This design comes from an exercise in tuning for small area, a short achievable clock period and few clock cycles per item on the open sky130 flow, not from production work. The RTL was checked by simulation tests, not by an equivalence proof against the original design. Power and IR drop assume default switching activity.

==> flow/design.v (excerpt) <==
module se_int_lane (
    input  wire        clk,
    input  wire        rst,
    input  wire        in_valid,
    output wire        in_ready,
    input  wire [2:0]  in_kind,
    input  wire [2:0]  in_fn,
    input  wire [1:0]  in_type,
    input  wire [1:0]  in_round,
    input  wire        in_sat,
    input  wire [31:0] in_x,
    input  wire [31:0] in_y,
    input  wire [31:0] in_z,
    output wire        out_valid,
    output wire [31:0] out_result,
    output wire        out_sat
);
clock: 18.0 ns
lec_check: 0
abc_area: 1
cap_margin: 35
core_margin: 2
core_utilization: 30
place_density: 0.5
slew_margin: 35
standard.sh (not shown) runs the stock make flow with config.mk's settings and CLKGATE_MAP_FILE= SYNTH_SCRIPT=/design/flow/synth_recipe.tcl, a recipe that flattens the netlist after the stock synthesis.
==> flow/flow/run.sh <==
#!/bin/bash
# Own layout flow: the standard flow with the standard synthesis,
# unchanged, but with the timing repair of floorplan, CTS and global
# routing asked to reach a setup slack of SETUP_SLACK_MARGIN ns. The clock
# period and every constraint stay the design's: only the optimisation
# effort changes. Each tool's output goes to the logs below.
set -euo pipefail
bash standard.sh synth > synth.log 2>&1
export SETUP_SLACK_MARGIN=12.5
bash standard.sh finish > layout.log 2>&1
Testbench counts at the start, summed over its fixed seeds: cycles 40,019, items 32,000.
==> next run, changes <==
==> flow/flow/run.sh (replaced) <==
#!/bin/bash
# Own layout flow: the standard flow with the standard synthesis,
# unchanged, except that
#  - after global placement the port buffers are made buf_2 cells instead of
#    the slow clkdlybuf4s50_1 cells buffer_ports picks (every port keeps its
#    buffer), see swap_ports.tcl;
#  - the timing repair of floorplan, CTS and global routing is asked to
#    reach a setup slack of SETUP_SLACK_MARGIN ns. The clock period and
#    every constraint stay the design's: only the optimisation effort changes.
# Each tool's output goes to a log of its own in this folder.
set -euo pipefail
bash standard.sh synth > synth.log 2>&1
export SETUP_SLACK_MARGIN=13.0
RES="$PWD/orfs/results/sky130hd/se_int_lane/base"
bash standard.sh "$RES/3_3_place_gp.odb" > place_gp.log 2>&1
PORT_ODB="$RES/3_3_place_gp.odb" openroad -no_init -exit flow/swap_ports.tcl > swap_ports.log 2>&1
bash standard.sh finish > layout.log 2>&1
==> flow/flow/swap_ports.tcl (new file) <==
# Make the port buffers that buffer_ports inserted (input*, output*) plain
# buf_2 cells instead of clkdlybuf4s50_1. Run on the global placement,
# before resizing and detailed placement.
set odb $::env(PORT_ODB)
read_db $odb
set block [ord::get_db_block]
set buf [[ord::get_db] findMaster sky130_fd_sc_hd__buf_2]
set n 0
foreach inst [$block getInsts] {
  set name [$inst getName]
  if { [regexp {^(input|output)[0-9]+$} $name] &&
       [[$inst getMaster] getName] eq "sky130_fd_sc_hd__clkdlybuf4s50_1" } {
    $inst swapMaster $buf
    incr n
  }
}
puts "port buffers swapped: $n"
write_db $odb
What happened: The new run passed the timing, design-rule and antenna checks; cell area falls by 1.8%; global-route usage goes up by 0.24 points; sequential share of layout area went up by 0.45 points.
==> next run, changes <==
==> flow/run.sh (new file) <==
#!/bin/bash
# synth_recipe.tcl (not shown) runs the flow's synth.tcl, then flattens the netlist and writes it again
# the make line also repeats each setting of config.mk as NAME=value (left out here)
make -C /OpenROAD-flow-scripts/flow DESIGN_CONFIG=/design/flow/config.mk WORK_HOME=/design/flow/orfs CLKGATE_MAP_FILE= SYNTH_SCRIPT=/design/flow/synth_recipe.tcl finish
removed: flow/flow/run.sh
removed: flow/flow/swap_ports.tcl
removed: flow/standard.sh
Result: Wire length fell by 1.7%; sequential power barely changes; final area rose by 1.3%; area after synthesis does not change; sequential cell count does not change; final cell count is about the same; worst setup slack got worse by 1.3 ns; non-clock buffer count fell by 9.
==> next run, changes <==
==> flow/flow/run.sh (new file) <==
#!/bin/bash
# Own layout flow: the standard flow, except that the port buffers are
# plain buffers (buf_2) instead of the slow clkdlybuf4s50_1 that
# buffer_ports picks by default. Synthesis is the standard one, unchanged.
set -euo pipefail
bash standard.sh synth > synth.log 2>&1
# Used by the steps after synthesis only (synthesis is already made).
export DONT_USE_CELLS="sky130_fd_sc_hd__clkdlybuf4s50_1 sky130_fd_sc_hd__clkdlybuf4s50_2 \
sky130_fd_sc_hd__clkdlybuf4s25_1 sky130_fd_sc_hd__clkdlybuf4s25_2 \
sky130_fd_sc_hd__clkdlybuf4s15_1 sky130_fd_sc_hd__clkdlybuf4s15_2 \
sky130_fd_sc_hd__clkdlybuf4s18_1 sky130_fd_sc_hd__clkdlybuf4s18_2 \
sky130_fd_sc_hd__buf_1 sky130_fd_sc_hd__clkbuf_1"
bash standard.sh finish > layout.log 2>&1
==> flow/standard.sh (new file) <==
#!/bin/bash
# synth_recipe.tcl (not shown) runs the flow's synth.tcl, then flattens the netlist and writes it again
# the make line also repeats each setting of config.mk as NAME=value (left out here)
make -C /OpenROAD-flow-scripts/flow DESIGN_CONFIG=/design/flow/config.mk WORK_HOME=/design/flow/orfs CLKGATE_MAP_FILE= SYNTH_SCRIPT=/design/flow/synth_recipe.tcl "${@:-finish}"
removed: flow/run.sh
Setup slack does not change; total power does not change; clock skew is unchanged; final area stays the same; wire length stays the same.

---

## juniper
Another version of the RTL of se_int_lane (not shown whole).
For scale: about 3800 cells after synthesis, ~320 flip-flops, about 150 I/O pins, ~27000 µm² of cells after synthesis.
Settings: LEC_CHECK=0, ABC_AREA=1, CAP_MARGIN=35, CORE_MARGIN=2, CORE_UTILIZATION=30, PLACE_DENSITY=0.5, SLEW_MARGIN=35; clock period 18.0 ns.
==> flow/flow/run.sh <==
#!/bin/bash
# Own layout flow: the standard flow with the standard synthesis,
# unchanged, except that
#  - after global placement the port buffers are made buf_2 cells instead of
#    the slow clkdlybuf4s50_1 cells buffer_ports picks (every port keeps its
#    buffer), see swap_ports.tcl;
#  - the timing repair of floorplan, CTS and global routing is asked to
#    reach a setup slack of SETUP_SLACK_MARGIN ns. The clock period and
#    every constraint stay the design's: only the optimisation effort changes.
# Each tool's output goes to a log of its own in this folder.
set -euo pipefail
bash standard.sh synth > synth.log 2>&1
export SETUP_SLACK_MARGIN=13.5
RES="$PWD/orfs/results/sky130hd/se_int_lane/base"
bash standard.sh "$RES/3_3_place_gp.odb" > place_gp.log 2>&1
PORT_ODB="$RES/3_3_place_gp.odb" openroad -no_init -exit flow/swap_ports.tcl > swap_ports.log 2>&1
bash standard.sh finish > layout.log 2>&1
==> flow/flow/swap_ports.tcl <==
# Make the port buffers that buffer_ports inserted (input*, output*) plain
# buf_2 cells instead of clkdlybuf4s50_1. Run on the global placement,
# before resizing and detailed placement.
set odb $::env(PORT_ODB)
read_db $odb
set block [ord::get_db_block]
set buf [[ord::get_db] findMaster sky130_fd_sc_hd__buf_2]
set n 0
foreach inst [$block getInsts] {
  set name [$inst getName]
  if { [regexp {^(input|output)[0-9]+$} $name] &&
       [[$inst getMaster] getName] eq "sky130_fd_sc_hd__clkdlybuf4s50_1" } {
    $inst swapMaster $buf
    incr n
  }
}
puts "port buffers swapped: $n"
write_db $odb
juniper: full flow OK, the timing, design-rule and antenna checks passed
Testbench counts of juniper, summed over its fixed seeds: cycles 39,847, items 32,000.
#### Input delta (maple over juniper)
Settings: CTS_CLUSTER_SIZE now 24, previously not set; PLACE_DENSITY now 0.65, was 0.5; TNS_END_PERCENT now 20, previously not set; CORE_UTILIZATION now 50, was 30; CTS_CLUSTER_DIAMETER now 80, previously not set.
diff --git a/flow/flow/run.sh b/flow/flow/run.sh
--- a/flow/flow/run.sh
+++ b/flow/flow/run.sh
@@ -13 +13 @@
-export SETUP_SLACK_MARGIN=13.5
+export SETUP_SLACK_MARGIN=13.4
[summary]
Re number of nets in the final layout: maple and juniper aren't equal, and the lower value belongs to maple. Changes observed in maple relative to juniper: share of the clock period used by the worst path shows an increase of 0.43 points; total number of cells along the worst setup path moved up; switching power summed over all nets went down by 7.0%.
Setup changes, maple to tundra
Settings: a deleted CTS_CLUSTER_SIZE that had been 24; a deleted TNS_END_PERCENT that had been 20; a change of PLACE_DENSITY from 0.65 to 0.5; a deleted CTS_CLUSTER_DIAMETER that had been 80; a change of CORE_UTILIZATION from 50 to 30.
diff --git a/flow/flow/run.sh b/flow/flow/run.sh
--- a/flow/flow/run.sh
+++ b/flow/flow/run.sh
@@ -13 +13 @@
-export SETUP_SLACK_MARGIN=13.4
+export SETUP_SLACK_MARGIN=14.0
[summary]
- Going from maple to tundra, the relative contribution of the clock network to total power was found to have gone up by 1.6 points.
- Diff maple and tundra: fraction of area in registers lower in tundra
- There was hardly any difference in number of instances in the synthesized netlist between tundra and maple.
- Delta (tundra minus maple): shortest clock period the worst path allows after layout fell 0.093 ns, instance area after placement increased 2.4%.
diff inputs: tundra => quartz
Settings: putting CTS_CLUSTER_SIZE at 24 where nothing was set; swapping 30 for 50 in CORE_UTILIZATION; putting CTS_CLUSTER_DIAMETER at 80 where nothing was set; swapping 0.5 for 0.65 in PLACE_DENSITY.
diff --git a/flow/flow/run.sh b/flow/flow/run.sh
--- a/flow/flow/run.sh
+++ b/flow/flow/run.sh
@@ -13 +13 @@
-export SETUP_SLACK_MARGIN=14.0
+export SETUP_SLACK_MARGIN=13.4
Results
tundra has higher number of cells upsized or downsized after cts than quartz. quartz vs. tundra: number of cell instances on the worst register-to-register path went down by 5. in_ready as the capturing instance or port of the critical path was reported by quartz, and out_result[11] by tundra. Diff quartz and tundra: post-route minimum period higher in quartz. Sort quartz and tundra by share of the final layout cell area in multi-input gates, ascending, and tundra comes first. Per the comparison of quartz with tundra, leakage power of the design fell 14%; clock-cell share of area fell 0.79 points; total power fell about 14%; part of the cycle the worst path needs about even. Looking at inverter count of the layout excluding clock inverters across quartz and tundra, the one that comes out higher is tundra.

---

se_int_lane again, from the RTL that the note above started with.
Settings: LEC_CHECK=0, ABC_AREA=1, CAP_MARGIN=35, CORE_MARGIN=2, CORE_UTILIZATION=50, CTS_BUF_LIST=sky130_fd_sc_hd__clkbuf_16, PLACE_DENSITY=0.65, SLEW_MARGIN=35; clock period 18.0 ns.
==> flow/flow/run.sh <==
#!/bin/bash
# Own layout flow: the standard flow with the standard synthesis,
# unchanged, except that
#  - after global placement the port buffers are made buf_2 cells instead of
#    the slow clkdlybuf4s50_1 cells buffer_ports picks (every port keeps its
#    buffer), see swap_ports.tcl;
#  - the timing repair of floorplan, CTS and global routing is asked to
#    reach a setup slack of SETUP_SLACK_MARGIN ns. The clock period and
#    every constraint stay the design's: only the optimisation effort changes.
# Each tool's output goes to a log of its own in this folder.
set -euo pipefail
bash standard.sh synth > synth.log 2>&1
export SETUP_SLACK_MARGIN=13.4
RES="$PWD/orfs/results/sky130hd/se_int_lane/base"
bash standard.sh "$RES/3_3_place_gp.odb" > place_gp.log 2>&1
PORT_ODB="$RES/3_3_place_gp.odb" openroad -no_init -exit flow/swap_ports.tcl > swap_ports.log 2>&1
bash standard.sh finish > layout.log 2>&1
Scripts as last shown in full above: flow/flow/swap_ports.tcl
The baseline completed without violations.
Testbench counts at the start, summed over its fixed seeds: cycles 39,847, items 32,000.
Rerun with:
Settings changed: CAP_MARGIN 35 to 15, CTS_BUF_LIST sky130_fd_sc_hd__clkbuf_16 to not set, SLEW_MARGIN 35 to 15.
=> Cell area went up by 0.53%; global-route usage came out higher by 0.22 points; first-iteration DRC count goes up by 6.4%; via count hardly moves; total power increases by 1.5%.
Rerun with:
Settings changed: CAP_MARGIN 15 to 35, SLEW_MARGIN 15 to 35.
Clock-buffer cell count is unchanged.
Critical path depth does not change.
Sequential share of layout area increases by 0.18 points.
Routed wire length decreases slightly.
Register-to-register slack is worse by 50 ps.
Design area decreases slightly.
Synthesized area is unchanged.
Final cell count is about the same.
Utilization decreases by 0.41 points.
Combinational power barely changes.

-- separate check: timing with driven ports --
In the flow no input, the clock included, has a driving cell. The finished layouts below were timed again as built, in two steps. Step 1 (the two cells are an assumption about what drives the block):
set clk [get_ports {clk}]
set_driving_cell -lib_cell sky130_fd_sc_hd__clkbuf_16 $clk
set_driving_cell -lib_cell sky130_fd_sc_hd__buf_2 [delete_from_list [all_inputs] $clk]
Step 2 moves the port delays by t, midway between the first and last clock arrival at a register: inputs arrive t later, outputs are due t later. That takes back most of the time a late clock gives input paths. a / b / c = ideal / step 1 / step 2; a / b = the first two.
| run | t, ns | slack for setup (ns) | worst setup path at the end | slew at the worst register clock pin (ns) | pins driven straight from the clock port |
|---|---|---|---|---|---|
| the first run of note 1 | 0.613 | 12.581 / 12.623 / 12.010 | input to register | 0.07 / 0.07 | 1 |
| the second run of note 1 | 0.623 | 13.099 / 13.099 / 12.594 | input to register | 0.06 / 0.06 | 1 |
| the third run of note 1 | 0.614 | 11.763 / 11.806 / 11.192 | input to register | 0.07 / 0.07 | 1 |
| the fourth run of note 1 | 0.614 | 11.763 / 11.806 / 11.192 | input to register | 0.07 / 0.07 | 1 |
| juniper | 0.637 | 13.373 / 13.304 / 12.866 | input to register | 0.07 / 0.07 | 1 |
| maple | 0.627 | 13.295 / 13.299 / 12.694 | input to register | 0.10 / 0.10 | 1 |
| tundra | 0.624 | 13.389 / 13.322 / 12.835 | input to register | 0.06 / 0.06 | 1 |
| quartz | 0.633 | 13.378 / 13.313 / 12.820 | input to register | 0.10 / 0.10 | 1 |
| the first run of note 3 | 0.645 | 13.387 / 13.322 / 12.773 | input to register | 0.07 / 0.07 | 1 |
| the second run of note 3 | 0.617 | 13.406 / 13.341 / 12.836 | input to register | 0.07 / 0.07 | 1 |
| the third run of note 3 | 0.641 | 13.391 / 13.328 / 12.776 | input to register | 0.07 / 0.07 | 1 |
After both steps setup and hold are still met in every run listed. For the third run of note 3, which loses most, drivers alone change the setup slack by -0.063 ns; drivers and shift together by -0.615 ns.
